Context: an optimization exercise on an open-source flow, tuned for small area, a short achievable clock period and few clock cycles. The choices shown serve that exercise and are no tape-out recipe. Only simulation tests tie the RTL to the original design; equivalence was not proved. No activity file was given, so power comes from the tool's default toggle rates.

===== design/flow/constraint.sdc =====
create_clock -name core_clock -period 12.0 [get_ports {clk}]
set_input_delay 2.4000 -clock core_clock [delete_from_list [all_inputs] [get_ports {clk}]]
set_output_delay 2.4000 -clock core_clock [all_outputs]
set_load 0.01 [all_outputs]

===== design/flow/config.mk =====
export PLATFORM = sky130hd
export DESIGN_NAME = kn4_anchor_sum
export DESIGN_NICKNAME = kn4_anchor_sum
export VERILOG_FILES = /design/flow/design.v
export SDC_FILE = /design/flow/constraint.sdc
export NUM_CORES = 4
export LEC_CHECK = 0
export CAP_MARGIN = 20
export CORE_MARGIN = 2
export CORE_UTILIZATION = 40
export PLACE_DENSITY = 0.6
export SLEW_MARGIN = 20

===== design/flow/standard.sh =====
#!/bin/bash
# synth_recipe.tcl (not shown) runs the flow's synth.tcl, then flattens the netlist and writes it again
# the make line also repeats each setting of config.mk as NAME=value (left out here)
make -C /OpenROAD-flow-scripts/flow DESIGN_CONFIG=/design/flow/config.mk WORK_HOME=/design/flow/orfs CLKGATE_MAP_FILE= SYNTH_SCRIPT=/design/flow/synth_recipe.tcl "${@:-finish}"

===== design/flow/flow/run.sh =====
#!/bin/bash
set -euo pipefail
bash standard.sh SETUP_SLACK_MARGIN=6.9 finish > standard.log 2>&1

===== design/flow/design.v =====
module anchor_cvt_in (
    input  wire [31:0] x,         
    input  wire [8:0]  dsh9,      
    input  wire        bad,       
    output wire [38:0] m,         
    output wire        nan,       
    output wire        pinf,      
    output wire        ninf,      
    output wire        nv,        
    output wire        loss,      
    output wire [7:0]  code,      
    output wire        xnan       
);
    wire        sgn  = x[31];
    wire [7:0]  ex   = x[30:23];
    wire [22:0] fr   = x[22:0];
    wire        ex_max  = (ex == 8'hFF);
    wire        ex_zero = (ex == 8'd0);
    wire        fr_zero = (fr == 23'd0);
    wire        is_nan  = ex_max & ~fr_zero;
    wire        is_inf  = ex_max & fr_zero;
    wire        is_zero = ex_zero & fr_zero;
    wire        fin_nz  = ~ex_max & ~is_zero;
    wire [7:0]  eeff = ex_zero ? 8'd1 : ex;
    wire [23:0] sig  = {~ex_zero, fr};
    wire        uncov = dsh9[8];
    wire [7:0]  dsh  = dsh9[7:0];
    wire        big  = (dsh >= 8'd39);
    wire [38:0] sh = {sig, 15'd0} >> dsh[5:0];
    assign m = big ? 39'd0 : sh;
    reg  [63:0] sigrev;
    integer i;
    always @*
        for (i = 0; i < 64; i = i + 1)
            sigrev[i] = (i >= 40) ? sig[63 - i] : 1'b0;
    wire [5:0]  tzr;
    anchor_lzc64 u_tz (.x(sigrev), .p(tzr));
    wire [5:0]  tz   = 6'd63 - tzr;
    wire        lost = (dsh > ({2'd0, tz} + 8'd15));
    assign nan  = bad | is_nan | (fin_nz & uncov);
    assign pinf = is_inf & ~sgn;
    assign ninf = is_inf & sgn;
    assign nv   = bad | (is_nan & ~fr[22]) | (fin_nz & uncov);
    assign loss = ~bad & fin_nz & ~uncov & lost;
    assign code = fin_nz ? eeff : 8'd0;
    assign xnan = is_nan;
endmodule
module anchor_cvt_out (
    input  wire        clk,
    input  wire [47:0] q,         
    input  wire [7:0]  tcode,     
    input  wire [2:0]  rnd,       
    output reg  [31:0] y,         
    output wire        zero,      
    output wire        of,
    output wire        nx
);
    localparam [2:0] RNE = 3'd0, RTZ = 3'd1, RU = 3'd2, RD = 3'd3, RNA = 3'd4;
    wire        sgn1 = q[47];
    wire [46:0] x1   = q[46:0] ^ {47{sgn1}};
    wire [46:0] mag1 = x1 + {46'd0, sgn1};
    wire [5:0]  p;                  
    wire [5:0]  tzr;                
    reg  [63:0] qrev;
    integer i;
    always @*
        for (i = 0; i < 64; i = i + 1)
            qrev[i] = (i >= 17) ? q[63 - i] : 1'b0;
    anchor_lzc64 u_p  (.x({17'd0, x1}), .p(p));
    anchor_lzc64 u_tz (.x(qrev), .p(tzr));
    wire [5:0]  tz1 = 6'd63 - tzr;              
    wire [8:0]  nlim  = 9'd39  - {1'b0, tcode};    
    wire [9:0]  olim  = 10'd293 - {2'd0, tcode};   
    wire        nrm1  = nlim[8] | ({3'd0, p} >= nlim);
    wire        ovf1  = (olim[9:6] == 4'd0) & ({4'd0, p} >= olim);
    wire [5:0]  sub   = nlim[8] ? 6'd0 : nlim[5:0];
    wire [5:0]  sa1   = nrm1 ? p : sub;
    wire [7:0]  eb1   = {2'd0, p} + tcode - 8'd38;
    wire [6:0]  tz25  = {1'b0, tz1} + 7'd25;
    wire        st1   = (tz25 <= {1'b0, p}) | (tz25 <= {1'b0, sub});
    reg [46:0] mag;
    reg [5:0]  sa;
    reg [7:0]  eb;
    reg        normal, ovf0, sgn, zr, s;
    always @(posedge clk) begin
        mag    <= mag1;
        sa     <= sa1;
        eb     <= eb1;
        normal <= nrm1;
        ovf0   <= ovf1;
        sgn    <= sgn1;
        zr     <= (q == 48'd0);
        s      <= st1;
    end
    wire [71:0] sh = {mag, 25'd0} >> sa;
    wire [24:0] m  = sh[26:2];
    wire        g  = sh[1];
    reg up;
    always @* begin
        case (rnd)
            RNE:     up = g & (s | m[0]);
            RU:      up = ~sgn & (g | s);
            RD:      up = sgn & (g | s);
            RNA:     up = g;
            default: up = 1'b0;
        endcase
    end
    wire [30:0] base  = normal ? {eb, m[22:0]} : {7'd0, m[23:0]};
    wire [30:0] base1 = base + 31'd1;
    wire [7:0]  ebp1  = eb + 8'd1;
    wire [30:0] rsum  = m[24] ? {ebp1, 23'd0} : (up ? base1 : base);
    wire        ovf   = ovf0 | (rsum[30:23] == 8'hFF);
    always @* begin
        if (ovf) begin
            case (rnd)
                RTZ:     y = {sgn, 31'h7F7F_FFFF};
                RU:      y = sgn ? 32'hFF7F_FFFF : 32'h7F80_0000;
                RD:      y = sgn ? 32'hFF80_0000 : 32'h7F7F_FFFF;
                default: y = {sgn, 31'h7F80_0000};
            endcase
        end else begin
            y = {sgn, rsum};
        end
    end
    assign zero = zr;
    assign of   = ovf;
    assign nx   = ovf | g | s;
endmodule
module anchor_lzc64 (
    input  wire [63:0] x,
    output wire [5:0]  p
);
    reg [31:0] v1, p1;
    reg [15:0] v2; reg [31:0] p2;
    reg [7:0]  v3; reg [23:0] p3;
    reg [3:0]  v4; reg [15:0] p4;
    reg [1:0]  v5; reg [9:0]  p5;
    reg [5:0]  p6;
    integer i;
    always @* begin
        for (i = 0; i < 32; i = i + 1) begin
            v1[i] = x[2*i+1] | x[2*i];
            p1[i] = x[2*i+1];
        end
        for (i = 0; i < 16; i = i + 1) begin
            v2[i] = v1[2*i+1] | v1[2*i];
            p2[2*i +: 2] = v1[2*i+1] ? {1'b1, p1[2*i+1]} : {1'b0, p1[2*i]};
        end
        for (i = 0; i < 8; i = i + 1) begin
            v3[i] = v2[2*i+1] | v2[2*i];
            p3[3*i +: 3] = v2[2*i+1] ? {1'b1, p2[2*(2*i+1) +: 2]} : {1'b0, p2[2*(2*i) +: 2]};
        end
        for (i = 0; i < 4; i = i + 1) begin
            v4[i] = v3[2*i+1] | v3[2*i];
            p4[4*i +: 4] = v3[2*i+1] ? {1'b1, p3[3*(2*i+1) +: 3]} : {1'b0, p3[3*(2*i) +: 3]};
        end
        for (i = 0; i < 2; i = i + 1) begin
            v5[i] = v4[2*i+1] | v4[2*i];
            p5[5*i +: 5] = v4[2*i+1] ? {1'b1, p4[4*(2*i+1) +: 4]} : {1'b0, p4[4*(2*i) +: 4]};
        end
        p6 = v5[1] ? {1'b1, p5[9:5]} : {1'b0, p5[4:0]};
    end
    assign p = p6;
endmodule
module kn4_anchor_sum (
    input  wire        clk,
    input  wire        rst,           
    input  wire        in_valid,
    output reg         in_ready,
    input  wire [31:0] in_data,       
    input  wire        in_last,       
    input  wire [15:0] in_rec,        
    input  wire [2:0]  in_rnd,        
    output reg         out_valid,
    input  wire        out_ready,
    output reg  [31:0] out_data,      
    output reg  [3:0]  out_flags,     
    output reg  [8:0]  out_loss,      
    output reg  [47:0] out_sum,       
    output reg  [15:0] out_rec        
);
    localparam [47:0] NAN_MARK  = 48'h8000_0000_0000;
    localparam [47:0] NINF_MARK = 48'h8000_0000_0001;
    localparam [47:0] PINF_MARK = 48'h7FFF_FFFF_FFFF;
    wire take = in_valid & in_ready;
    reg  first_n;                   
    reg  a_done;                    
    reg  o_occ;                     
    reg  o_cvt;                     
    reg  stall;                     
    wire xfer     = a_done & ~o_occ;
    wire o_deliv  = out_valid & out_ready;
    wire [7:0] rexp = in_rec[15:8];
    reg  [7:0] e_tcode;
    reg        e_bad, e_binv;
    reg  [2:0] e_rnd;
    always @(posedge clk)
        if (take & first_n) begin
            e_tcode <= (rexp == 8'd0) ? 8'd1 : rexp;
            e_bad   <= in_rec[7] | (rexp == 8'hFF);
            e_binv  <= in_rec[5] & in_rec[4];
            e_rnd   <= in_rnd;
        end
    wire [7:0] tc_now   = first_n ? ((rexp == 8'd0) ? 8'd1 : rexp) : e_tcode;
    wire [7:0] eeff_now = (in_data[30:23] == 8'd0) ? 8'd1 : in_data[30:23];
    reg        i_valid, i_last, i_first;
    reg [31:0] i_x;
    reg [8:0]  i_dsh;
    always @(posedge clk) begin
        if (rst)
            i_valid <= 1'b0;
        else if (~stall)
            i_valid <= take;
        if (~stall) begin
            i_x     <= in_data;
            i_last  <= in_last;
            i_first <= first_n;
            i_dsh   <= {1'b0, tc_now} - {1'b0, eeff_now};
        end
    end
    wire [38:0] c_m;
    wire        c_nan, c_pinf, c_ninf, c_nv, c_loss, c_xnan;
    wire [7:0]  c_code;
    anchor_cvt_in u_in (
        .x(i_x), .dsh9(i_dsh), .bad(e_bad),
        .m(c_m), .nan(c_nan), .pinf(c_pinf), .ninf(c_ninf),
        .nv(c_nv), .loss(c_loss), .code(c_code), .xnan(c_xnan)
    );
    reg        d_valid, d_last, d_first;
    reg [38:0] d_m;                 
    reg        d_sgn, d_nan, d_pinf, d_ninf, d_nv, d_loss, d_xnan;
    reg [7:0]  d_code;
    always @(posedge clk) begin
        if (rst)
            d_valid <= 1'b0;
        else if (~stall)
            d_valid <= i_valid;
        if (~stall) begin
            d_last  <= i_last;
            d_first <= i_first;
            d_m     <= c_m ^ {39{i_x[31]}};
            d_sgn   <= i_x[31];
            d_nan   <= c_nan;
            d_pinf  <= c_pinf;
            d_ninf  <= c_ninf;
            d_nv    <= c_nv | (i_first & e_binv);
            d_loss  <= c_loss;
            d_xnan  <= c_xnan;
            d_code  <= c_code;
        end
    end
    reg [47:0] a_num;
    reg        a_nan, a_pinf, a_ninf, a_nv, a_nx, a_xnan;
    reg [8:0]  a_loss;
    reg [7:0]  a_cexp;
    reg [7:0]  a_tcode;
    reg [2:0]  a_rnd;
    wire [47:0] a_base = d_first ? 48'd0 : a_num;
    wire [47:0] addend = {{9{d_sgn}}, d_m};
    wire [47:0] a_sum  = a_base + addend + {47'd0, d_sgn};
    wire [7:0]  cexp_b = d_first ? 8'd0 : a_cexp;
    always @(posedge clk) begin
        if (rst)
            a_done <= 1'b0;
        else if (~stall)
            a_done <= d_valid & d_last;
        if (~stall & d_valid) begin
            a_num  <= a_sum;
            a_nan  <= (~d_first & a_nan)  | d_nan;
            a_pinf <= (~d_first & a_pinf) | d_pinf;
            a_ninf <= (~d_first & a_ninf) | d_ninf;
            a_nv   <= (~d_first & a_nv)   | d_nv;
            a_nx   <= (~d_first & a_nx)   | d_loss;
            a_xnan <= (~d_first & a_xnan) | d_xnan;
            a_loss <= (d_first ? 9'd0 : a_loss) + {8'd0, d_loss};
            a_cexp <= (d_code > cexp_b) ? d_code : cexp_b;
            if (d_first) begin
                a_tcode <= e_tcode;
                a_rnd   <= e_rnd;
            end
        end
    end
    wire a_isnan  = a_nan | (a_pinf & a_ninf);
    wire a_ispinf = ~a_isnan & a_pinf;
    wire a_isninf = ~a_isnan & a_ninf;
    wire a_spec   = a_nan | a_pinf | a_ninf;
    wire [31:0] y;
    wire        y_zero, y_of, y_nx;
    reg  [2:0]  o_rnd;
    reg         o_spec, o_nan, o_pinf;
    reg         o_nv, o_nx;
    anchor_cvt_out u_out (
        .clk(clk), .q(a_num), .tcode(a_tcode), .rnd(o_rnd),
        .y(y), .zero(y_zero), .of(y_of), .nx(y_nx)
    );
    wire        y_fin = ~o_spec & ~y_zero;
    wire a_done_n = stall | (d_valid & d_last);
    wire o_occ_n  = xfer | (o_occ & ~o_deliv);
    always @(posedge clk) begin
        if (rst) begin
            o_occ     <= 1'b0;
            o_cvt     <= 1'b0;
            out_valid <= 1'b0;
            first_n   <= 1'b1;
            stall     <= 1'b0;
            in_ready  <= 1'b1;
        end else begin
            if (take)
                first_n <= in_last;
            o_occ <= o_occ_n;
            o_cvt <= xfer;
            if (o_deliv)
                out_valid <= 1'b0;
            if (o_cvt)
                out_valid <= 1'b1;
            stall <= a_done_n & o_occ_n;
            in_ready <= ~(a_done_n & o_occ_n) &
                        ~((take ? in_last : first_n) &
                          (stall ? i_valid & i_first : take & first_n));
        end
        if (xfer) begin
            out_sum  <= a_isnan  ? NAN_MARK :
                        a_ispinf ? PINF_MARK :
                        a_isninf ? NINF_MARK : a_num;
            out_loss <= a_loss;
            out_rec  <= {a_cexp, 1'b0, a_xnan, a_pinf, a_ninf, 4'd0};
            o_rnd    <= a_rnd;
            o_spec   <= a_spec;
            o_nan    <= a_isnan;
            o_pinf   <= a_ispinf;
            o_nv     <= a_nv;
            o_nx     <= a_nx;
        end
        if (o_cvt) begin
            out_data  <= o_spec ? (o_nan ? 32'h7FC0_0000 :
                                   o_pinf ? 32'h7F80_0000 : 32'hFF80_0000) :
                         y_zero ? 32'h0000_0000 : y;
            out_flags <= {o_nv, y_fin & y_of, 1'b0, o_nx | (y_fin & y_nx)};
        end
    end
endmodule

==> impl_results.html, run 1 <==
<table>
<tr><th>Metric</th><th>Value</th></tr>
<tr><th colspan="2">Run status</th></tr>
<tr><td>Status</td><td>no timing/DRC/antenna violations</td></tr>
<tr><th colspan="2">Cells and area</th></tr>
<tr><td># nets final</td><td>2906</td></tr>
<tr><td>Synth-to-layout area growth</td><td>15.0%</td></tr>
<tr><td>Final antenna diode count</td><td>0</td></tr>
<tr><td>Final cell area excluding filler cells</td><td>30500 µm²</td></tr>
<tr><td>Post-Layout Cell Count</td><td>3630</td></tr>
<tr><td>Utilization of the core after routing</td><td>46.5%</td></tr>
<tr><td>Fraction of layout instances using a drive strength above 1</td><td>11.1%</td></tr>
<tr><td>Filler Cells Inserted</td><td>6043</td></tr>
<tr><th colspan="2">Worst setup path</th></tr>
<tr><td>Timing startpoint of the critical path</td><td>u_out.sa[2]</td></tr>
<tr><td>Required time of the critical path</td><td>12320 ps</td></tr>
<tr><td>Start of the worst register-to-register path</td><td>u_out.sa[2]</td></tr>
<tr><td>Cell count of the worst reg-to-reg path</td><td>15</td></tr>
<tr><td>Kind of end point of the critical path</td><td>flop</td></tr>
<tr><td>Highest fanout seen on the critical path</td><td>30</td></tr>
<tr><td>Crit path arrival time</td><td>5240 ps</td></tr>
<tr><td>Category of the most critical setup path</td><td>flop to flop</td></tr>
<tr><td>Nature of the critical path startpoint</td><td>flop</td></tr>
<tr><th colspan="2">Clock tree</th></tr>
<tr><td>Buffers from clock root to sink, at most</td><td>3</td></tr>
<tr><td>Clock sinks</td><td>380</td></tr>
<tr><td>Clock slew at reported path FFs</td><td>60 ps</td></tr>
<tr><td>Clock tree from TritonCTS</td><td>built</td></tr>
<tr><td>Number of H-tree levels</td><td>2</td></tr>
<tr><td>Post-CTS Hold Buffers</td><td>0</td></tr>
<tr><td>Clk Latency, worst-skew pair</td><td>600 ps</td></tr>
<tr><td>Inserted Clock Buffers</td><td>44</td></tr>
<tr><td>Clock root cell</td><td>clkbuf_16</td></tr>
<tr><th colspan="2">Synthesis</th></tr>
<tr><td>Number of cells produced by synthesis</td><td>2648</td></tr>
<tr><td>Most frequently used flop master after synthesis</td><td>edfxtp_1</td></tr>
<tr><td>Number of synthesized register bits</td><td>380</td></tr>
<tr><td>Synth async-reset ratio</td><td>0%</td></tr>
<tr><td>Top cell type by total area after synthesis</td><td>edfxtp_1</td></tr>
<tr><td>Count of flip-flops with a built-in enable after synthesis</td><td>305</td></tr>
<tr><td>Proportion of netlist area held by the largest area contributor</td><td>34.5%</td></tr>
<tr><td>Largest cells by area after synthesis</td><td>edfxtp_1, dfxtp_1, ha_1, mux4_2, xnor2_1</td></tr>
<tr><td>Warnings, synthesis</td><td>4</td></tr>
<tr><td>Count of cell types in the netlist</td><td>96</td></tr>
<tr><td>Sequential area share after synthesis</td><td>40.1%</td></tr>
<tr><td>Mean area per synthesized cell</td><td>10.0 µm²</td></tr>
<tr><td>Netlist area before placement</td><td>26600 µm²</td></tr>
<tr><th colspan="2">STA</th></tr>
<tr><td>Post-route fraction of the period consumed by the critical path</td><td>41.0%</td></tr>
<tr><td>Headroom to the max-slew limit</td><td>36.9%</td></tr>
<tr><td>Final hold violation count</td><td>0</td></tr>
<tr><td>Setup TNS</td><td>0 ps</td></tr>
<tr><td>Worst Clk Skew</td><td>54.4 ps</td></tr>
<tr><td>Final setup violating endpoints</td><td>0</td></tr>
<tr><td>Setup repair after global routing missed its margin</td><td>false</td></tr>
<tr><td>Final critical-path required period</td><td>4920 ps</td></tr>
<tr><td>Final Max Tran Viols</td><td>0</td></tr>
<tr><td>Worst Max-Slew Pin Slew</td><td>940 ps</td></tr>
<tr><td>Post-Route Hold Slack</td><td>417 ps</td></tr>
<tr><td>Max Freq</td><td>203 MHz</td></tr>
<tr><td>Post-route worst setup slack</td><td>7080 ps</td></tr>
<tr><th colspan="2">Placement</th></tr>
<tr><td>HPWL after detailed placement</td><td>54600 µm</td></tr>
<tr><td>Pre-CTS WS</td><td>5810 ps</td></tr>
<tr><td>Placement Cell Area</td><td>28600 µm²</td></tr>
<tr><td>Buffers on Ports</td><td>155</td></tr>
<tr><td>GP Congestion</td><td>0.932</td></tr>
<tr><td>Placed Cells incl. Taps</td><td>3529</td></tr>
<tr><th colspan="2">Power</th></tr>
<tr><td>Worst IR drop on VDD</td><td>0.112 mV</td></tr>
<tr><td>Share of total power in sequential cells</td><td>40.0%</td></tr>
<tr><td>Internal power summed over all cells</td><td>2.82 mW</td></tr>
<tr><td>Portion of total power attributed to combinational logic</td><td>25.7%</td></tr>
<tr><td>Switching power summed over all nets</td><td>1.28 mW</td></tr>
<tr><td>Clock share of power</td><td>34.2%</td></tr>
<tr><td>Total power after layout</td><td>4.10 mW</td></tr>
<tr><td>Leakage</td><td>11.5 nW</td></tr>
<tr><td>Total power density per cell area</td><td>134 nW/µm²</td></tr>
<tr><td>Switching part of the total power</td><td>31.1%</td></tr>
<tr><th colspan="2">Detailed routing</th></tr>
<tr><td>Residual antenna-violating net count after detailed routing</td><td>0</td></tr>
<tr><td>Total wire length</td><td>73400 µm</td></tr>
<tr><td>DR iter-0 viols</td><td>1802</td></tr>
<tr><td>DRC violation count after routing</td><td>0</td></tr>
<tr><td>Drt wl/cell</td><td>20.2 µm</td></tr>
<tr><td>Pre-Repair DR Iteration Count</td><td>5</td></tr>
<tr><td>Count of vias placed by the detailed router</td><td>20600</td></tr>
<tr><td>Per-cell via count in the routed design</td><td>5.68</td></tr>
<tr><th colspan="2">Floorplan</th></tr>
<tr><td>Floorplan row count</td><td>94</td></tr>
<tr><td>Starting density of the core</td><td>40.4%</td></tr>
<tr><td>Core region area</td><td>65700 µm²</td></tr>
<tr><td>Number of top-level design ports</td><td>167</td></tr>
<tr><td>Die outline area</td><td>68500 µm²</td></tr>
<tr><td>Width of the die</td><td>262 µm</td></tr>
<tr><td>Die Height</td><td>262 µm</td></tr>
<tr><th colspan="2">Worst hold path</th></tr>
<tr><td>Hold Startpoint</td><td>e_rnd[2]</td></tr>
<tr><td>Number of cells traversed by the worst hold path</td><td>0</td></tr>
<tr><td>Class of the worst hold path</td><td>flop to flop</td></tr>
<tr><th colspan="2">Job</th></tr>
<tr><td>Max-cap violation count</td><td>0</td></tr>
<tr><th colspan="2">Global routing</th></tr>
<tr><td>Global-route wire length before repair</td><td>114000 µm</td></tr>
<tr><td>GRT Total Usage</td><td>21.0%</td></tr>
<tr><td>Pin count of the biggest net entering global routing</td><td>91</td></tr>
<tr><td>Antenna violations before repair</td><td>0</td></tr>
<tr><td>Grt ovf</td><td>0</td></tr>
<tr><td>Via count of the first global-routing pass</td><td>20000</td></tr>
</table>
## per-layer routing
| metal | share of wire (%) | vias to the layer above | wire, µm | global-route usage (%) |
|---|---|---|---|---|
| li1 | - | 9935 | - | - |
| met5 | 0 | - | 0 | 0 |
| met4 | 3.6 | 0 | 2610 | 7.80 |
| met3 | 4.2 | 126 | 3050 | 2.31 |
| met1 | 43 | 9988 | 31600 | 27.2 |
| met2 | 49 | 582 | 36200 | 36.2 |
## cell usage after synthesis, types with 25 or more instances
| master | instances |
|---|---|
| mux4_2 | 63 |
| a31oi_1 | 25 |
| inv_1 | 89 |
| o21a_1 | 59 |
| o22ai_1 | 31 |
| nor2b_1 | 82 |
| nor3_1 | 57 |
| xnor2_1 | 125 |
| a21o_1 | 45 |
| nor2_1 | 241 |
| nand2_1 | 242 |
| dfxtp_1 | 75 |
| nand3_1 | 52 |
| a21oi_1 | 149 |
| mux2_2 | 45 |
| edfxtp_1 | 305 |
| o21ai_0 | 119 |
| mux2i_1 | 85 |
| nand2b_1 | 42 |
| xor2_1 | 76 |
| ha_1 | 116 |
| clkbuf_1 | 113 |
## area by class of cell
| type | instances | area [µm²] | area share [%] |
|---|---|---|---|
| repair buffers | 200 | 2030 | 6.64 |
| multi-input cells | 2010 | 14800 | 48.6 |
| inverters | 94 | 368 | 1.20 |
| well taps | 864 | 1080 | 3.54 |
| clock buffers | 60 | 1250 | 4.10 |
| clock inverters | 22 | 302 | 0.987 |
| flip-flops and latches | 380 | 10700 | 34.9 |
## power groups by stage
stage / combinational [mW] / clock [mW] / sequential (mW)
after floorplan: 0.800 / 0 / 1.61
after CTS: 1.04 / 1.44 / 1.64
after global placement: 1.01 / 0 / 1.66
final: 1.06 / 1.40 / 1.64
after detailed placement: 1.03 / 0 / 1.67
after global routing: 1.16 / 1.48 / 1.65
## sequential cells by signal, summed over array words and instances, names as in the netlist, 9 cells and up
register	flops
a_num	48
out_sum	48
u_out.mag	47
d_m	39
i_x	32
out_data	32
out_rec	11
a_loss	9
i_dsh	9
out_loss	9
## worst paths after layout
path	end	slack [ps]
worst min register to register	a_rnd[2]	420
worst max-delay path	out_data[1]	7080
worst min-delay path	a_rnd[2]	420
worst max register to register	out_data[1]	7080
## logic make-up (layout without fill, tap and decap cells)
group / Yosys count / count (layout) / share of synthesized area [%]
AO/OA/AOI/OAI: 610 / 610 / 15.2
XOR/XNOR: 201 / 201 / 6.63
adder cells (fa/ha/maj): 120 / 120 / 5.77
buffers and inverters: 265 / 376 / 4.52
flip-flops: 380 / 380 / 40.1
multiplexers: 211 / 211 / 12.2
other: 1 / 6 / 0.0141
AND/OR/NAND/NOR: 860 / 862 / 15.5
## critical path: stages, from the launching register on
cell       delay [ps]
dfxtp_1           330
buf_6             310
and2b_1           290
a2bb2oi_2         170
a21oi_1           100
a311o_1           340
a221o_1           420
or3_4             460
nor4_4            400
nand2_2           130
o311a_1           400
a211o_1           290
o41ai_4           380
buf_4             250
or3_4             220
o21ai_0           120
## timing repair
item,in CTS,in global routing
setup endpoints to repair,46,47
gates resized for setup,20,38
hold endpoints to repair,0,0
pin swaps,3,3
cloned,2,3
buffers inserted,3,11
## placed cells by master (no fill, tap or decap), types with 46 or more instances in the layout
| cell | instances |
|---|---|
| o21ai_0 | 116 |
| clkbuf_16 | 46 |
| mux2i_1 | 84 |
| nand3_1 | 52 |
| nor2_1 | 236 |
| nor3_1 | 54 |
| xor2_1 | 76 |
| nand2_1 | 242 |
| dfxtp_1 | 73 |
| xnor2_1 | 125 |
| o21a_1 | 59 |
| ha_1 | 116 |
| nor2b_1 | 80 |
| edfxtp_1 | 305 |
| mux4_2 | 68 |
| clkdlybuf4s50_1 | 155 |
| a21oi_1 | 149 |
| inv_1 | 87 |
Testbench counts, summed over its fixed seeds: cycles 18,211.
==> run 2, diff against run 1 <==
--- a/design/flow/design.v
+++ b/design/flow/design.v
@@ -58,7 +58,6 @@
     localparam [2:0] RNE = 3'd0, RTZ = 3'd1, RU = 3'd2, RD = 3'd3, RNA = 3'd4;
     wire        sgn1 = q[47];
     wire [46:0] x1   = q[46:0] ^ {47{sgn1}};
-    wire [46:0] mag1 = x1 + {46'd0, sgn1};
     wire [5:0]  p;                  
     wire [5:0]  tzr;                
     reg  [63:0] qrev;
@@ -69,6 +68,11 @@
     anchor_lzc64 u_p  (.x({17'd0, x1}), .p(p));
     anchor_lzc64 u_tz (.x(qrev), .p(tzr));
     wire [5:0]  tz1 = 6'd63 - tzr;              
+    reg  [46:0] above;
+    always @*
+        for (i = 0; i < 47; i = i + 1)
+            above[i] = (tz1 < i);
+    wire [46:0] mag1 = q[46:0] ^ (above & {47{sgn1}});
     wire [8:0]  nlim  = 9'd39  - {1'b0, tcode};    
     wire [9:0]  olim  = 10'd293 - {2'd0, tcode};   
     wire        nrm1  = nlim[8] | ({3'd0, p} >= nlim);
@@ -106,9 +110,7 @@
         endcase
     end
     wire [30:0] base  = normal ? {eb, m[22:0]} : {7'd0, m[23:0]};
-    wire [30:0] base1 = base + 31'd1;
-    wire [7:0]  ebp1  = eb + 8'd1;
-    wire [30:0] rsum  = m[24] ? {ebp1, 23'd0} : (up ? base1 : base);
+    wire [30:0] rsum  = base + {7'd0, m[24], 22'd0, up};
     wire        ovf   = ovf0 | (rsum[30:23] == 8'hFF);
     always @* begin
         if (ovf) begin
@@ -324,13 +326,13 @@
                         a_isninf ? NINF_MARK : a_num;
             out_loss <= a_loss;
             out_rec  <= {a_cexp, 1'b0, a_xnan, a_pinf, a_ninf, 4'd0};
-            o_rnd    <= a_rnd;
-            o_spec   <= a_spec;
-            o_nan    <= a_isnan;
-            o_pinf   <= a_ispinf;
-            o_nv     <= a_nv;
-            o_nx     <= a_nx;
         end
+        o_rnd  <= a_rnd;
+        o_spec <= a_spec;
+        o_nan  <= a_isnan;
+        o_pinf <= a_ispinf;
+        o_nv   <= a_nv;
+        o_nx   <= a_nx;
         if (o_cvt) begin
             out_data  <= o_spec ? (o_nan ? 32'h7FC0_0000 :
                                    o_pinf ? 32'h7F80_0000 : 32'hFF80_0000) :
==> design/flow/flow/run.sh (replaced) <==
#!/bin/bash
set -euo pipefail
bash standard.sh SETUP_SLACK_MARGIN=6.9 \
  "BUFFER_PORTS_ARGS=-buffer_cell sky130_fd_sc_hd__buf_1" finish > standard.log 2>&1
==> run 2 against run 1 <==
  * Still clean
  * Clock skew shrank 20 ps
  * Sequential share of layout area grew 1.6 points
  * Fmax shrank 1.2%
  * Sequential cell count is the same
  * Critical path depth grew 2
  * Core utilization shrank 0.51 points
  * Final cell count shrank 2.6%
  * Total power shrank 1.8%
  * Synthesized area shrank 4.0%
  * Critical path type unchanged
  * Highest routed layer is now met5
==> impl_results.html, run 2 <==
<table>
<tr><th>Metric</th><th>Value</th></tr>
<tr><th colspan="2">STA</th></tr>
<tr><td>Final Max Tran Viols</td><td>0</td></tr>
<tr><td>Final hold violation count</td><td>0</td></tr>
<tr><td>Setup TNS</td><td>0 ps</td></tr>
<tr><td>Final setup violating endpoints</td><td>0</td></tr>
<tr><td>Final critical-path required period</td><td>4980 ps</td></tr>
<tr><td>Headroom to the max-slew limit</td><td>32.5%</td></tr>
<tr><td>Worst Max-Slew Pin Slew</td><td>1010 ps</td></tr>
<tr><td>Post-Route Hold Slack</td><td>343 ps</td></tr>
<tr><td>Worst Clk Skew</td><td>34.2 ps</td></tr>
<tr><td>Setup repair after global routing missed its margin</td><td>false</td></tr>
<tr><td>Max Freq</td><td>201 MHz</td></tr>
<tr><td>Post-route worst setup slack</td><td>7020 ps</td></tr>
<tr><td>Post-route fraction of the period consumed by the critical path</td><td>41.5%</td></tr>
<tr><th colspan="2">Synthesis</th></tr>
<tr><td>Top cell type by total area after synthesis</td><td>edfxtp_1</td></tr>
<tr><td>Proportion of netlist area held by the largest area contributor</td><td>35.0%</td></tr>
<tr><td>Warnings, synthesis</td><td>4</td></tr>
<tr><td>Synth async-reset ratio</td><td>0%</td></tr>
<tr><td>Mean area per synthesized cell</td><td>10.0 µm²</td></tr>
<tr><td>Number of synthesized register bits</td><td>380</td></tr>
<tr><td>Sequential area share after synthesis</td><td>41.5%</td></tr>
<tr><td>Most frequently used cell type in the post-synthesis netlist</td><td>edfxtp_1</td></tr>
<tr><td>Top post-synthesis cells by count</td><td>edfxtp_1, nand2_1, nor2_1</td></tr>
<tr><td>Largest cells by area after synthesis</td><td>edfxtp_1, dfxtp_1, ha_1, mux4_2, xnor2_1</td></tr>
<tr><td>Count of flip-flops with a built-in enable after synthesis</td><td>297</td></tr>
<tr><td>Number of cells produced by synthesis</td><td>2543</td></tr>
<tr><td>Most frequently used flop master after synthesis</td><td>edfxtp_1</td></tr>
<tr><td>Netlist area before placement</td><td>25500 µm²</td></tr>
<tr><td>Count of cell types in the netlist</td><td>90</td></tr>
<tr><th colspan="2">Detailed routing</th></tr>
<tr><td>DR iter-0 viols</td><td>1654</td></tr>
<tr><td>DRC violation count after routing</td><td>0</td></tr>
<tr><td>Drt wl/cell</td><td>21.4 µm</td></tr>
<tr><td>Per-cell via count in the routed design</td><td>5.72</td></tr>
<tr><td>Total wire length</td><td>75700 µm</td></tr>
<tr><td>Pre-Repair DR Iteration Count</td><td>6</td></tr>
<tr><td>Count of vias placed by the detailed router</td><td>20200</td></tr>
<tr><td>Residual antenna-violating net count after detailed routing</td><td>0</td></tr>
<tr><th colspan="2">Global routing</th></tr>
<tr><td>GRT Total Usage</td><td>22.3%</td></tr>
<tr><td>Via count of the first global-routing pass</td><td>19700</td></tr>
<tr><td>Global-route wire length before repair</td><td>115000 µm</td></tr>
<tr><td>Pin count of the biggest net entering global routing</td><td>94</td></tr>
<tr><td>Antenna violations before repair</td><td>2</td></tr>
<tr><td>Grt ovf</td><td>0</td></tr>
<tr><th colspan="2">Clock tree</th></tr>
<tr><td>Buffers from clock root to sink, at most</td><td>3</td></tr>
<tr><td>Clock slew at reported path FFs</td><td>60 ps</td></tr>
<tr><td>Clock tree from TritonCTS</td><td>built</td></tr>
<tr><td>Number of H-tree levels</td><td>2</td></tr>
<tr><td>Clk Latency, worst-skew pair</td><td>600 ps</td></tr>
<tr><td>Inserted Clock Buffers</td><td>44</td></tr>
<tr><td>Post-CTS Hold Buffers</td><td>0</td></tr>
<tr><td>Clock sinks</td><td>380</td></tr>
<tr><td>Clock root cell</td><td>clkbuf_16</td></tr>
<tr><th colspan="2">Cells and area</th></tr>
<tr><td>Top library cells by usage in the layout, fill and taps aside</td><td>edfxtp_1, nand2_1, nor2_1, a21oi_1, buf_1</td></tr>
<tr><td>Filler Cells Inserted</td><td>6067</td></tr>
<tr><td>Fraction of layout instances using a drive strength above 1</td><td>12.7%</td></tr>
<tr><td># nets final</td><td>2832</td></tr>
<tr><td>Final antenna diode count</td><td>0</td></tr>
<tr><td>Utilization of the core after routing</td><td>45.9%</td></tr>
<tr><td>Synth-to-layout area growth</td><td>13.7%</td></tr>
<tr><td>Most frequent standard cell in the layout excluding fill and tap cells</td><td>edfxtp_1</td></tr>
<tr><td>Post-Layout Cell Count</td><td>3536</td></tr>
<tr><td>Final cell area excluding filler cells</td><td>29000 µm²</td></tr>
<tr><td>Top flop regs</td><td>a_num x48, out_sum x48, u_out.mag x47</td></tr>
<tr><th colspan="2">Worst setup path</th></tr>
<tr><td>Crit path arrival time</td><td>5430 ps</td></tr>
<tr><td>Highest fanout seen on the critical path</td><td>16</td></tr>
<tr><td>Category of the most critical setup path</td><td>flop to flop</td></tr>
<tr><td>Required time of the critical path</td><td>12450 ps</td></tr>
<tr><td>Kind of end point of the critical path</td><td>flop</td></tr>
<tr><td>Nature of the critical path startpoint</td><td>flop</td></tr>
<tr><th colspan="2">Floorplan</th></tr>
<tr><td>Width of the die</td><td>256 µm</td></tr>
<tr><td>Die Height</td><td>256 µm</td></tr>
<tr><td>Floorplan row count</td><td>92</td></tr>
<tr><td>Core region area</td><td>63100 µm²</td></tr>
<tr><td>Starting density of the core</td><td>40.4%</td></tr>
<tr><td>Die outline area</td><td>65800 µm²</td></tr>
<tr><td>Number of top-level design ports</td><td>167</td></tr>
<tr><th colspan="2">Worst hold path</th></tr>
<tr><td>Class of the worst hold path</td><td>flop to flop</td></tr>
<tr><th colspan="2">Power</th></tr>
<tr><td>Switching part of the total power</td><td>31.7%</td></tr>
<tr><td>Total power after layout</td><td>4.03 mW</td></tr>
<tr><td>Worst IR drop on VDD</td><td>0.117 mV</td></tr>
<tr><td>Leakage</td><td>11.0 nW</td></tr>
<tr><td>Total power density per cell area</td><td>139 nW/µm²</td></tr>
<tr><td>Clock share of power</td><td>33.7%</td></tr>
<tr><td>Portion of total power attributed to combinational logic</td><td>25.7%</td></tr>
<tr><td>Share of total power in sequential cells</td><td>40.6%</td></tr>
<tr><td>Internal power summed over all cells</td><td>2.75 mW</td></tr>
<tr><td>Switching power summed over all nets</td><td>1.28 mW</td></tr>
<tr><th colspan="2">Placement</th></tr>
<tr><td>Placement Cell Area</td><td>26700 µm²</td></tr>
<tr><td>Placed Cells incl. Taps</td><td>3415</td></tr>
<tr><td>GP Congestion</td><td>0.940</td></tr>
<tr><td>Pre-CTS WS</td><td>5480 ps</td></tr>
<tr><td>Buffers on Ports</td><td>155</td></tr>
<tr><td>HPWL after detailed placement</td><td>56000 µm</td></tr>
<tr><th colspan="2">Job</th></tr>
<tr><td>Max-cap violation count</td><td>0</td></tr>
<tr><th colspan="2">Run status</th></tr>
<tr><td>Status</td><td>no timing/DRC/antenna violations</td></tr>
</table>
## run 2: changes by cell type after synthesis, moves of 9 or more
| cell | change |
|---|---|
| a21oi_1 | +13 |
| inv_1 | +12 |
| mux2i_1 | -15 |
| mux4_1 | -13 |
| nand2_1 | -16 |
| nand2b_1 | -15 |
| nor2_1 | -24 |
| o21ai_0 | -14 |
| o22ai_1 | -12 |
| o31ai_1 | +9 |
| xnor2_1 | -25 |
## run 2: area by class of cell
class	count	area (µm²)	share of cell area, %
Sequential cell	380	10600	36.5
Timing Repair Buffer	215	1180	4.06
Clock buffer	57	1230	4.25
Inverter	106	423	1.46
Clock inverter	23	258	0.889
Multi-Input combinational cell	1909	14200	49.2
Tap cell	846	1060	3.65
## run 2: power by group through the flow
stage | Combinational [mW] | Clock (mW) | Sequential (mW)
3_3_place_gp | 0.962 | 0 | 1.66
3_5_place_dp | 0.972 | 0 | 1.66
6_report | 1.04 | 1.36 | 1.64
5_1_grt | 1.12 | 1.44 | 1.64
2_1_floorplan | 0.758 | 0 | 1.60
4_1_cts | 1.00 | 1.39 | 1.63
## run 2: repair_timing
action                                  CTS  global route
buffers inserted                         13            20
cloned                                    5             3
pin swaps                                 4             8
gates resized for setup                  39            46
endpoints found under the setup margin   42            45
## run 2: cell families after synthesis
| group | count (synthesis) | synth area share [%] |
|---|---|---|
| other | 1 | 0.0147 |
| AO/OA/AOI/OAI | 610 | 15.8 |
| buffers and inverters | 264 | 4.37 |
| adder cells (fa/ha/maj) | 120 | 6.01 |
| flip-flops | 380 | 41.5 |
| XOR/XNOR | 183 | 6.29 |
| AND/OR/NAND/NOR | 798 | 15.1 |
| multiplexers | 187 | 10.9 |
## run 2: layer usage
metal,GRT usage [%],vias up,share of wire [%]
met2,38.5,643,49
li1,-,9592,-
met3,3.00,134,5.1
met4,7.74,2,3.5
met1,28.7,9849,43
met5,0,-,0.017
## run 2: worst paths after layout
path / startpoint / endpoint / slack [ps] / cells past startpoint
max: u_out.sa[0] / out_data[17] / 7020 / 17
min: a_rnd[2] / o_rnd[2] / 340 / 0
max reg2reg: u_out.sa[0] / out_data[17] / 7020 / 17
min reg2reg: a_rnd[2] / o_rnd[2] / 340 / 0
## run 2: critical path, cell delays in order (launching register included)
cell and delay, ps:
dfxtp_4 410, bufbuf_16 340, mux4_2 560, mux2i_1 300, mux2i_1 210, a21oi_1 230
o22ai_1 150, mux2_2 290, ha_1 360, o2111a_2 280, a41oi_2 170, or3_4 390
a2111oi_4 330, buf_4 200, a21oi_4 70, buf_12 170, nand3b_4 240, o21ai_2 130
Testbench counts of run 2, summed over its fixed seeds: cycles 18,211.
==> run 3, diff against run 2 <==
--- a/design/flow/design.v
+++ b/design/flow/design.v
@@ -49,6 +49,7 @@
     input  wire        clk,
     input  wire [47:0] q,         
     input  wire [7:0]  tcode,     
+    input  wire [46:0] q2,        
     input  wire [2:0]  rnd,       
     output reg  [31:0] y,         
     output wire        zero,      
@@ -58,60 +59,60 @@
     localparam [2:0] RNE = 3'd0, RTZ = 3'd1, RU = 3'd2, RD = 3'd3, RNA = 3'd4;
     wire        sgn1 = q[47];
     wire [46:0] x1   = q[46:0] ^ {47{sgn1}};
-    wire [5:0]  p;                  
+    wire [5:0]  pp;
     wire [5:0]  tzr;                
     reg  [63:0] qrev;
     integer i;
     always @*
         for (i = 0; i < 64; i = i + 1)
             qrev[i] = (i >= 17) ? q[63 - i] : 1'b0;
-    anchor_lzc64 u_p  (.x({17'd0, x1}), .p(p));
+    anchor_lzc64 u_p  (.x({16'd0, x1, sgn1}), .p(pp));
     anchor_lzc64 u_tz (.x(qrev), .p(tzr));
     wire [5:0]  tz1 = 6'd63 - tzr;              
-    reg  [46:0] above;
-    always @*
-        for (i = 0; i < 47; i = i + 1)
-            above[i] = (tz1 < i);
-    wire [46:0] mag1 = q[46:0] ^ (above & {47{sgn1}});
-    wire [8:0]  nlim  = 9'd39  - {1'b0, tcode};    
-    wire [9:0]  olim  = 10'd293 - {2'd0, tcode};   
-    wire        nrm1  = nlim[8] | ({3'd0, p} >= nlim);
-    wire        ovf1  = (olim[9:6] == 4'd0) & ({4'd0, p} >= olim);
+    wire [8:0]  nlim  = 9'd40  - {1'b0, tcode};    
+    wire [9:0]  olim  = 10'd294 - {2'd0, tcode};   
+    wire        nrm1  = nlim[8] | ({3'd0, pp} >= nlim);
+    wire        ovf1  = (olim[9:6] == 4'd0) & ({4'd0, pp} >= olim);
     wire [5:0]  sub   = nlim[8] ? 6'd0 : nlim[5:0];
-    wire [5:0]  sa1   = nrm1 ? p : sub;
-    wire [7:0]  eb1   = {2'd0, p} + tcode - 8'd38;
-    wire [6:0]  tz25  = {1'b0, tz1} + 7'd25;
-    wire        st1   = (tz25 <= {1'b0, p}) | (tz25 <= {1'b0, sub});
-    reg [46:0] mag;
+    wire [5:0]  sa1   = nrm1 ? pp : sub;           
+    wire [7:0]  eb1   = {2'd0, pp} + tcode - 8'd39;
+    wire [6:0]  tz26  = {1'b0, tz1} + 7'd26;
+    wire        st1   = (tz26 <= {1'b0, pp}) | (tz26 <= {1'b0, sub});
     reg [5:0]  sa;
     reg [7:0]  eb;
-    reg        normal, ovf0, sgn, zr, s;
+    reg        normal, ovf0, sgn, zr, s, top;
     always @(posedge clk) begin
-        mag    <= mag1;
         sa     <= sa1;
         eb     <= eb1;
+        top    <= nrm1 & (eb1 == 8'hFE);    
         normal <= nrm1;
         ovf0   <= ovf1;
         sgn    <= sgn1;
         zr     <= (q == 48'd0);
         s      <= st1;
     end
-    wire [71:0] sh = {mag, 25'd0} >> sa;
-    wire [24:0] m  = sh[26:2];
-    wire        g  = sh[1];
+    wire [72:0] sh = {q2, 26'd0} >> sa;
+    wire [24:0] w  = sh[25:1] ^ {25{sgn}};
+    wire [23:0] mx = w[24:1];
+    wire        gx = w[0];
+    wire        fz = sgn & ~s;
+    wire        g  = gx ^ fz;
+    wire        fix = fz & gx;             
     reg up;
     always @* begin
         case (rnd)
-            RNE:     up = g & (s | m[0]);
+            RNE:     up = g & (s | mx[0]);
             RU:      up = ~sgn & (g | s);
             RD:      up = sgn & (g | s);
             RNA:     up = g;
             default: up = 1'b0;
         endcase
     end
-    wire [30:0] base  = normal ? {eb, m[22:0]} : {7'd0, m[23:0]};
-    wire [30:0] rsum  = base + {7'd0, m[24], 22'd0, up};
-    wire        ovf   = ovf0 | (rsum[30:23] == 8'hFF);
+    wire [30:0] base  = normal ? {eb, mx[22:0]} : {7'd0, mx};
+    wire [30:0] base1 = base + 31'd1;
+    wire        inc   = fix | up;
+    wire [30:0] rsum  = inc ? base1 : base;
+    wire        ovf   = ovf0 | (top & inc & (&mx[22:0]));
     always @* begin
         if (ovf) begin
             case (rnd)
@@ -292,7 +293,7 @@
     reg         o_spec, o_nan, o_pinf;
     reg         o_nv, o_nx;
     anchor_cvt_out u_out (
-        .clk(clk), .q(a_num), .tcode(a_tcode), .rnd(o_rnd),
+        .clk(clk), .q(a_num), .tcode(a_tcode), .q2(out_sum[46:0]), .rnd(o_rnd),
         .y(y), .zero(y_zero), .of(y_of), .nx(y_nx)
     );
     wire        y_fin = ~o_spec & ~y_zero;
--- a/design/flow/config.mk
+++ b/design/flow/config.mk
@@ -7,6 +7,6 @@
 export LEC_CHECK = 0
 export CAP_MARGIN = 20
 export CORE_MARGIN = 2
-export CORE_UTILIZATION = 40
+export CORE_UTILIZATION = 55
 export PLACE_DENSITY = 0.6
 export SLEW_MARGIN = 20
==> run 3 against run 2 <==
  * Critical path type unchanged
  * Sequential power decreased by 13%
  * Worst hold slack about the same
  * Sequential share of layout area is 0.55 points lower
  * Global-route usage up 7.5 points
  * Core utilization is 15 points higher
  * Cell area shrank 7.3%
  * Clock skew fell by 7.0 ps
==> impl_results.html, run 3 <==
<table>
<tr><th>Metric</th><th>Value</th></tr>
<tr><th colspan="2">STA</th></tr>
<tr><td>Max Freq</td><td>204 MHz</td></tr>
<tr><td>Worst Max-Slew Pin Slew</td><td>990 ps</td></tr>
<tr><td>Headroom to the max-slew limit</td><td>34.0%</td></tr>
<tr><td>Worst Clk Skew</td><td>27.2 ps</td></tr>
<tr><td>Final critical-path required period</td><td>4910 ps</td></tr>
<tr><td>Setup TNS</td><td>0 ps</td></tr>
<tr><td>Final Max Tran Viols</td><td>0</td></tr>
<tr><td>Setup repair after global routing missed its margin</td><td>true</td></tr>
<tr><td>Post-Route Hold Slack</td><td>344 ps</td></tr>
<tr><td>Final hold violation count</td><td>0</td></tr>
<tr><td>Final setup violating endpoints</td><td>0</td></tr>
<tr><td>Post-route worst setup slack</td><td>7090 ps</td></tr>
<tr><td>Post-route fraction of the period consumed by the critical path</td><td>40.9%</td></tr>
<tr><th colspan="2">Worst setup path</th></tr>
<tr><td>Cell count of the worst reg-to-reg path</td><td>16</td></tr>
<tr><td>Nature of the critical path startpoint</td><td>flop</td></tr>
<tr><td>Crit path arrival time</td><td>5280 ps</td></tr>
<tr><td>Highest fanout seen on the critical path</td><td>9</td></tr>
<tr><td>Kind of end point of the critical path</td><td>flop</td></tr>
<tr><td>Category of the most critical setup path</td><td>flop to flop</td></tr>
<tr><td>Required time of the critical path</td><td>12370 ps</td></tr>
<tr><td>Worst flop-to-flop path endpoint</td><td>u_out.s</td></tr>
<tr><td>Start of the worst register-to-register path</td><td>a_num[6]</td></tr>
<tr><td>FF-to-FF setup slack</td><td>7090 ps</td></tr>
<tr><th colspan="2">Cells and area</th></tr>
<tr><td>Post-Layout Cell Count</td><td>3152</td></tr>
<tr><td>Final cell area excluding filler cells</td><td>26900 µm²</td></tr>
<tr><td>Top flop regs</td><td>a_num x48, out_sum x48, d_m x39</td></tr>
<tr><td>Most frequent standard cell in the layout excluding fill and tap cells</td><td>edfxtp_1</td></tr>
<tr><td># nets final</td><td>2707</td></tr>
<tr><td>Final antenna diode count</td><td>0</td></tr>
<tr><td>Fraction of layout instances using a drive strength above 1</td><td>10.3%</td></tr>
<tr><td>Top library cells by usage in the layout, fill and taps aside</td><td>edfxtp_1, nor2_1, nand2_1, buf_1, a21oi_1</td></tr>
<tr><td>Utilization of the core after routing</td><td>61.1%</td></tr>
<tr><td>Synth-to-layout area growth</td><td>10.3%</td></tr>
<tr><th colspan="2">Synthesis</th></tr>
<tr><td>Mean area per synthesized cell</td><td>9.98 µm²</td></tr>
<tr><td>Synth async-reset ratio</td><td>0%</td></tr>
<tr><td>Largest cells by area after synthesis</td><td>edfxtp_1, ha_1, mux4_2, xnor2_1, nor2_1</td></tr>
<tr><td>Number of cells produced by synthesis</td><td>2440</td></tr>
<tr><td>Count of flip-flops with a built-in enable after synthesis</td><td>297</td></tr>
<tr><td>Count of cell types in the netlist</td><td>102</td></tr>
<tr><td>Top cell type by total area after synthesis</td><td>edfxtp_1</td></tr>
<tr><td>Top post-synthesis cells by count</td><td>edfxtp_1, nor2_1, nand2_1</td></tr>
<tr><td>Number of synthesized register bits</td><td>334</td></tr>
<tr><td>Sequential area share after synthesis</td><td>39.7%</td></tr>
<tr><td>Most frequently used flop master after synthesis</td><td>edfxtp_1</td></tr>
<tr><td>Netlist area before placement</td><td>24400 µm²</td></tr>
<tr><td>Warnings, synthesis</td><td>4</td></tr>
<tr><td>Most frequently used cell type in the post-synthesis netlist</td><td>edfxtp_1</td></tr>
<tr><td>Proportion of netlist area held by the largest area contributor</td><td>36.6%</td></tr>
<tr><th colspan="2">Floorplan</th></tr>
<tr><td>Starting density of the core</td><td>55.4%</td></tr>
<tr><td>Die outline area</td><td>46000 µm²</td></tr>
<tr><td>Number of top-level design ports</td><td>167</td></tr>
<tr><td>Width of the die</td><td>214 µm</td></tr>
<tr><td>Floorplan row count</td><td>77</td></tr>
<tr><td>Die Height</td><td>214 µm</td></tr>
<tr><td>Core region area</td><td>43900 µm²</td></tr>
<tr><th colspan="2">Run status</th></tr>
<tr><td>Status</td><td>no timing/DRC/antenna violations</td></tr>
<tr><th colspan="2">Global routing</th></tr>
<tr><td>Via count of the first global-routing pass</td><td>19100</td></tr>
<tr><td>Global-route wire length before repair</td><td>108000 µm</td></tr>
<tr><td>Antenna violations before repair</td><td>1</td></tr>
<tr><td>GRT Total Usage</td><td>29.8%</td></tr>
<tr><td>Pin count of the biggest net entering global routing</td><td>70</td></tr>
<tr><td>Grt ovf</td><td>0</td></tr>
<tr><th colspan="2">Clock tree</th></tr>
<tr><td>Clock sinks</td><td>334</td></tr>
<tr><td>Clock tree from TritonCTS</td><td>built</td></tr>
<tr><td>Inserted Clock Buffers</td><td>39</td></tr>
<tr><td>Clock slew at reported path FFs</td><td>60 ps</td></tr>
<tr><td>Post-CTS Hold Buffers</td><td>0</td></tr>
<tr><td>Number of H-tree levels</td><td>2</td></tr>
<tr><td>Clk Latency, worst-skew pair</td><td>580 ps</td></tr>
<tr><td>Clock root cell</td><td>clkbuf_16</td></tr>
<tr><td>Buffers from clock root to sink, at most</td><td>3</td></tr>
<tr><th colspan="2">Placement</th></tr>
<tr><td>Pre-CTS WS</td><td>5990 ps</td></tr>
<tr><td>GP Congestion</td><td>0.992</td></tr>
<tr><td>Placement Cell Area</td><td>25200 µm²</td></tr>
<tr><td>Buffers on Ports</td><td>155</td></tr>
<tr><td>Placed Cells incl. Taps</td><td>3069</td></tr>
<tr><td>HPWL after detailed placement</td><td>52000 µm</td></tr>
<tr><th colspan="2">Power</th></tr>
<tr><td>Leakage</td><td>10.1 nW</td></tr>
<tr><td>Total power after layout</td><td>3.52 mW</td></tr>
<tr><td>Worst IR drop on VDD</td><td>0.129 mV</td></tr>
<tr><td>Total power density per cell area</td><td>131 nW/µm²</td></tr>
<tr><th colspan="2">Detailed routing</th></tr>
<tr><td>Routed met3 length</td><td>4720 µm</td></tr>
<tr><td>Top Metal Used</td><td>met5</td></tr>
<tr><td>Pre-Repair DR Iteration Count</td><td>6</td></tr>
<tr><td>Total wire length</td><td>69600 µm</td></tr>
<tr><td>Residual antenna-violating net count after detailed routing</td><td>0</td></tr>
<tr><td>Drt wl/cell</td><td>22.1 µm</td></tr>
<tr><td>Routed length on met2</td><td>32600 µm</td></tr>
<tr><td>DRC violation count after routing</td><td>0</td></tr>
<tr><td>Count of vias placed by the detailed router</td><td>19900</td></tr>
<tr><td>DR iter-0 viols</td><td>1936</td></tr>
<tr><td>Metal1 wirelength</td><td>29500 µm</td></tr>
<tr><td>Per-cell via count in the routed design</td><td>6.31</td></tr>
<tr><th colspan="2">Worst hold path</th></tr>
<tr><td>Hold Startpoint</td><td>a_rnd[1]</td></tr>
<tr><td>Class of the worst hold path</td><td>flop to flop</td></tr>
<tr><td>Endpoint of the worst hold-timing path</td><td>o_rnd[1]</td></tr>
<tr><td>Number of cells traversed by the worst hold path</td><td>0</td></tr>
<tr><th colspan="2">Job</th></tr>
<tr><td>Max-cap violation count</td><td>0</td></tr>
</table>
[run 3: worst max path at each step]
| stage | slack (ps) | start | depth (start not counted) | endpoint |
|---|---|---|---|---|
| after global routing | 6880 | u_out.sa[1] | 17 | out_data[20] |
| after global placement | 6080 | u_out.sa[0] | 16 | out_data[5] |
| final | 7090 | a_num[6] | 16 | u_out.s |
| after CTS | 6930 | u_out.sa[0] | 17 | out_data[18] |
| after floorplan | 7210 | d_first | 16 | a_num[46] |
| after detailed placement | 5990 | u_out.sa[0] | 16 | out_data[5] |
[run 3: logic make-up after synthesis]
kind of cell | count (synthesis) | synth area share (%)
and+or+nand+nor | 776 | 15.8
AOI/OAI and AO/OA | 612 | 16.9
DFF | 334 | 39.7
buffers and inverters | 253 | 4.42
muxes | 189 | 11.3
xor gates and xnor gates | 156 | 5.61
adders and majority gates | 119 | 6.24
other | 1 | 0.0154
[run 3: power breakdown]
group / total [mW] / internal, mW / leakage (nW) / switching, mW
logic: 0.868 / 0.349 / 6.32 / 0.519
registers: 1.43 / 1.36 / 3.18 / 0.0750
clock network: 1.22 / 0.724 / 0.638 / 0.495
[run 3: timing repair]
action,in CTS,in global routing
pin swaps,1,0
endpoints found under the hold margin,0,0
buffers inserted,6,7
endpoints found under the setup margin,39,38
cloned,0,1
gates resized for setup,14,21
[run 3: final cells by class]
class	count	area, µm²
clock inverters	22	294
flip-flops and latches	334	9660
multi-input cells	1858	13700
fillers	3715	17100
clock buffers	47	1020
inverters	101	387
well taps	592	741
repair buffers	198	1010
[run 3: layer usage]
layer  GRT usage, %  up-vias
met3           4.52      176
met1           40.0     9582
met2           48.6      835
met4           11.8        2
li1               -     9284
met5              0        -
[run 3: worst max-delay path: stages, from the launching register on]
cell	delay, ps
edfxtp_1	510
or3_1	430
or3_1	480
nor2_4	220
nand3_2	190
or4b_4	610
o22ai_2	260
nor2_1	110
ha_1	240
nor2_1	130
mux2_2	390
ha_1	310
nand3_1	90
o21ai_0	160
o221ai_1	150
o21ai_0	280
a41oi_1	140
Testbench counts of run 3, summed over its fixed seeds: cycles 18,211.
==> run 4, diff against run 3 <==
--- a/design/flow/config.mk
+++ b/design/flow/config.mk
@@ -5,8 +5,11 @@
 export SDC_FILE = /design/flow/constraint.sdc
 export NUM_CORES = 4
 export LEC_CHECK = 0
+export ABC_AREA = 1
 export CAP_MARGIN = 20
 export CORE_MARGIN = 2
 export CORE_UTILIZATION = 55
+export CTS_CLUSTER_DIAMETER = 100
+export CTS_CLUSTER_SIZE = 20
 export PLACE_DENSITY = 0.6
 export SLEW_MARGIN = 20
==> run 4 against run 3 <==
  * Critical path depth fell by 8
  * Synthesized area fell by 0.42%
  * Critical path type unchanged
  * Worst hold slack improved by 8.7 ps
  * Core utilization fell by 1.3 points
  * Largest cell class unchanged
==> impl_results.html, run 4 <==
<table>
<tr><th>Metric</th><th>Value</th></tr>
<tr><th colspan="2">Run status</th></tr>
<tr><td>Status</td><td>no timing/DRC/antenna violations</td></tr>
<tr><th colspan="2">Synthesis</th></tr>
<tr><td>Most frequently used flop master after synthesis</td><td>edfxtp_1</td></tr>
<tr><td>Top cell type by total area after synthesis</td><td>edfxtp_1</td></tr>
<tr><td>Number of cells produced by synthesis</td><td>3153</td></tr>
<tr><td>Proportion of netlist area held by the largest area contributor</td><td>36.8%</td></tr>
<tr><td>Most frequently used cell type in the post-synthesis netlist</td><td>nand2_1</td></tr>
<tr><td>Netlist area before placement</td><td>24200 µm²</td></tr>
<tr><td>Number of synthesized register bits</td><td>334</td></tr>
<tr><td>Warnings, synthesis</td><td>4</td></tr>
<tr><td>Top post-synthesis cells by count</td><td>nand2_1, nand3_1, inv_1</td></tr>
<tr><td>Sequential area share after synthesis</td><td>39.8%</td></tr>
<tr><td>Count of flip-flops with a built-in enable after synthesis</td><td>297</td></tr>
<tr><td>Count of cell types in the netlist</td><td>69</td></tr>
<tr><td>Mean area per synthesized cell</td><td>7.69 µm²</td></tr>
<tr><td>Largest cells by area after synthesis</td><td>edfxtp_1, nand2_1, nand3_1, ha_1, inv_1</td></tr>
<tr><td>Synth async-reset ratio</td><td>0%</td></tr>
<tr><th colspan="2">Cells and area</th></tr>
<tr><td>Top library cells by usage in the layout, fill and taps aside</td><td>nand2_1, nand3_1, inv_1, edfxtp_1, nor2_1</td></tr>
<tr><td># nets final</td><td>3406</td></tr>
<tr><td>Top flop regs</td><td>a_num x48, out_sum x48, d_m x39</td></tr>
<tr><td>Fraction of layout instances using a drive strength above 1</td><td>4.80%</td></tr>
<tr><td>Most frequent standard cell in the layout excluding fill and tap cells</td><td>nand2_1</td></tr>
<tr><td>Synth-to-layout area growth</td><td>6.69%</td></tr>
<tr><td>Utilization of the core after routing</td><td>59.8%</td></tr>
<tr><th colspan="2">Global routing</th></tr>
<tr><td>Antenna violations before repair</td><td>0</td></tr>
<tr><td>Pin count of the biggest net entering global routing</td><td>83</td></tr>
<tr><td>Global-route wire length before repair</td><td>115000 µm</td></tr>
<tr><td>Grt ovf</td><td>0</td></tr>
<tr><td>GRT Total Usage</td><td>31.4%</td></tr>
<tr><td>Via count of the first global-routing pass</td><td>21200</td></tr>
<tr><th colspan="2">Worst setup path</th></tr>
<tr><td>Required time of the critical path</td><td>12310 ps</td></tr>
<tr><td>Start of the worst register-to-register path</td><td>i_dsh[0]</td></tr>
<tr><td>Chain of cells forming the critical path</td><td>clkinv_1, o21ai_0, a211oi_2, nand2_1, nor2_1, inv_1, o32ai_1, xor2_1</td></tr>
<tr><td>Timing startpoint of the critical path</td><td>i_dsh[0]</td></tr>
<tr><td>Critical path's largest stage delay</td><td>830 ps</td></tr>
<tr><td>Nature of the critical path startpoint</td><td>flop</td></tr>
<tr><td>Kind of end point of the critical path</td><td>flop</td></tr>
<tr><td>Crit path arrival time</td><td>5120 ps</td></tr>
<tr><td>Highest fanout seen on the critical path</td><td>32</td></tr>
<tr><td>Crit-path slowest cell</td><td>nor2_1</td></tr>
<tr><td>Category of the most critical setup path</td><td>flop to flop</td></tr>
<tr><th colspan="2">Detailed routing</th></tr>
<tr><td>Drt wl/cell</td><td>19.1 µm</td></tr>
<tr><td>Count of vias placed by the detailed router</td><td>22600</td></tr>
<tr><td>Total wire length</td><td>73000 µm</td></tr>
<tr><td>Per-cell via count in the routed design</td><td>5.89</td></tr>
<tr><td>DRC violation count after routing</td><td>0</td></tr>
<tr><td>Residual antenna-violating net count after detailed routing</td><td>0</td></tr>
<tr><td>Pre-Repair DR Iteration Count</td><td>7</td></tr>
<tr><td>DR iter-0 viols</td><td>2318</td></tr>
<tr><th colspan="2">Clock tree</th></tr>
<tr><td>Clock sinks</td><td>334</td></tr>
<tr><td>Number of H-tree levels</td><td>1</td></tr>
<tr><td>Post-CTS Hold Buffers</td><td>0</td></tr>
<tr><td>Inserted Clock Buffers</td><td>22</td></tr>
<tr><td>Clock root cell</td><td>clkbuf_16</td></tr>
<tr><td>Clk Latency, worst-skew pair</td><td>580 ps</td></tr>
<tr><td>Clock tree from TritonCTS</td><td>built</td></tr>
<tr><td>Clock slew at reported path FFs</td><td>80 ps</td></tr>
<tr><td>Buffers from clock root to sink, at most</td><td>3</td></tr>
<tr><th colspan="2">Floorplan</th></tr>
<tr><td>Die outline area</td><td>45800 µm²</td></tr>
<tr><td>Number of top-level design ports</td><td>167</td></tr>
<tr><td>Width of the die</td><td>214 µm</td></tr>
<tr><td>Starting density of the core</td><td>56.0%</td></tr>
<tr><td>Core region area</td><td>43300 µm²</td></tr>
<tr><td>Die Height</td><td>214 µm</td></tr>
<tr><td>Floorplan row count</td><td>76</td></tr>
<tr><th colspan="2">Power</th></tr>
<tr><td>Share of total power in sequential cells</td><td>45.3%</td></tr>
<tr><td>Switching power summed over all nets</td><td>1.16 mW</td></tr>
<tr><td>Worst IR drop on VDD</td><td>0.141 mV</td></tr>
<tr><td>Switching part of the total power</td><td>36.4%</td></tr>
<tr><td>Total power density per cell area</td><td>123 nW/µm²</td></tr>
<tr><td>Clock share of power</td><td>24.4%</td></tr>
<tr><td>Portion of total power attributed to combinational logic</td><td>30.2%</td></tr>
<tr><td>Internal power summed over all cells</td><td>2.02 mW</td></tr>
<tr><td>Total power after layout</td><td>3.18 mW</td></tr>
<tr><td>Leakage</td><td>11.1 nW</td></tr>
<tr><th colspan="2">Job</th></tr>
<tr><td>Max-cap violation count</td><td>0</td></tr>
<tr><th colspan="2">Placement</th></tr>
<tr><td>HPWL after detailed placement</td><td>57000 µm</td></tr>
<tr><td>Buffers on Ports</td><td>155</td></tr>
<tr><td>Pre-CTS WS</td><td>6730 ps</td></tr>
<tr><td>GP Congestion</td><td>1.00</td></tr>
<tr><th colspan="2">STA</th></tr>
<tr><td>Worst Clk Skew</td><td>23.8 ps</td></tr>
<tr><td>Final Max Tran Viols</td><td>0</td></tr>
<tr><td>Setup TNS</td><td>0 ps</td></tr>
<tr><td>Post-Route Hold Slack</td><td>352 ps</td></tr>
<tr><td>Post-route worst setup slack</td><td>7190 ps</td></tr>
<tr><td>Headroom to the max-slew limit</td><td>31.6%</td></tr>
<tr><td>Final critical-path required period</td><td>4810 ps</td></tr>
<tr><td>Final setup violating endpoints</td><td>0</td></tr>
<tr><td>Post-route fraction of the period consumed by the critical path</td><td>40.1%</td></tr>
<tr><td>Final hold violation count</td><td>0</td></tr>
<tr><td>Worst Max-Slew Pin Slew</td><td>1030 ps</td></tr>
<tr><td>Setup repair after global routing missed its margin</td><td>false</td></tr>
<tr><td>Max Freq</td><td>208 MHz</td></tr>
<tr><th colspan="2">Worst hold path</th></tr>
<tr><td>Hold Startpoint</td><td>a_rnd[0]</td></tr>
<tr><td>Class of the worst hold path</td><td>flop to flop</td></tr>
</table>
[run 4: cell families (layout without fill, tap and decap cells)]
group                    Yosys count  in the layout  synth area share (%)
flip-flops                       334            334                  39.8
AND/OR/NAND/NOR                 1553           1553                  27.9
AO/OA/AOI/OAI                    525            525                  12.5
other                              1              7                0.0155
multiplexers                      19             19                 0.784
buffers and inverters            478            567                  8.11
XOR/XNOR                         124            124                  4.51
adder cells (fa/ha/maj)          119            119                  6.26
[run 4: per-stage QoR]
| step | std cells | area, µm² |
|---|---|---|
| 2_1_floorplan | 3158 | 24300 |
| 3_3_place_gp | 3790 | 25100 |
| 3_5_place_dp | 3790 | 25100 |
| 4_1_cts | 3830 | 25800 |
| 5_1_grt | 3832 | 25900 |
| 6_report | 3833 | 25900 |
[run 4: power by group through the flow]
stage	combinational (mW)	clock (mW)	sequential, mW
floorplan	0.727	0	1.42
global placement	0.923	0	1.46
detailed placement	0.936	0	1.46
CTS	0.943	0.789	1.44
global route	1.07	0.828	1.45
finish	0.962	0.777	1.44
[run 4: what timing repair did]
| item | 4_1_cts | 5_1_grt |
|---|---|---|
| endpoints found under the setup margin | 12 | 41 |
| endpoints found under the hold margin | 0 | 0 |
| buffers inserted | 0 | 2 |
| gates resized for setup | 3 | 14 |
[run 4: worst max-delay path: cells and delay by family (launching register included)]
kind | cells | cell delay, ps
flops | 1 | 760
buf+inv | 2 | 900
compound gates | 3 | 1520
xor+xnor | 1 | 110
simple gates | 2 | 1220
[run 4: worst paths after layout]
check / endpoint / slack (ps) / depth (start not counted)
setup / recovery: d_m[13] / 7190 / 8
hold / removal: o_rnd[0] / 350 / 0
setup reg to reg: d_m[13] / 7190 / 8
hold reg to reg: o_rnd[0] / 350 / 0
[run 4: layer usage]
| layer | global-route usage, % | wire [µm] |
|---|---|---|
| met1 | 42.5 | 31500 |
| met2 | 50.8 | 32700 |
| met3 | 5.48 | 5840 |
| met4 | 11.3 | 2980 |
| met5 | 0 | 0 |
[run 4: final cells by class]
cell class | count | area, µm²
multi-input combinational | 2346 | 12700
sequential | 334 | 9660
fill | 3923 | 17400
clock inverter | 5 | 82.6
inverter | 347 | 1320
timing repair buffer | 180 | 781
clock buffer | 35 | 599
tap | 585 | 732
antenna | 1 | 2.50

-- static timing again, ports no longer ideal --
No port has a modelled driver above. Below, the same layouts with a new extraction and two added sets of constraints.
Step 1 sets driving cells, clkbuf_16 on the clock port and buf_2 on the other inputs (assumed; they add their load-dependent delay and slew).
Step 2 adds t to the input delays and takes it off the output delays; t is the mean of the earliest and latest rising clock arrival at the registers after step 1. Input paths then give back, and output paths get back, about the clock's delay inside the block.
Slacks: ideal ports / drivers / drivers and shift; pairs: ideal ports / drivers.
| run | t, ns | setup slack, ns | worst setup path at the end | clock arrival spread, ns | worst slew at a driven data input, ns |
|---|---|---|---|---|---|
| run 1 | 0.639 | 7.079 / 7.079 / 6.699 | input to register | 0.062 / 0.063 | 0.08 |
| run 2 | 0.644 | 7.020 / 7.020 / 6.999 | input to register | 0.034 / 0.034 | 0.07 |
| run 3 | 0.621 | 7.086 / 7.086 / 7.086 | register to register | 0.027 / 0.027 | 0.06 |
| run 4 | 0.625 | 7.190 / 7.190 / 6.998 | input to register | 0.026 / 0.025 | 0.06 |
After both steps every run listed still meets setup and hold. For run 1, which loses most, drivers alone change the setup slack by 0.000 ns; drivers and shift together by -0.380 ns.
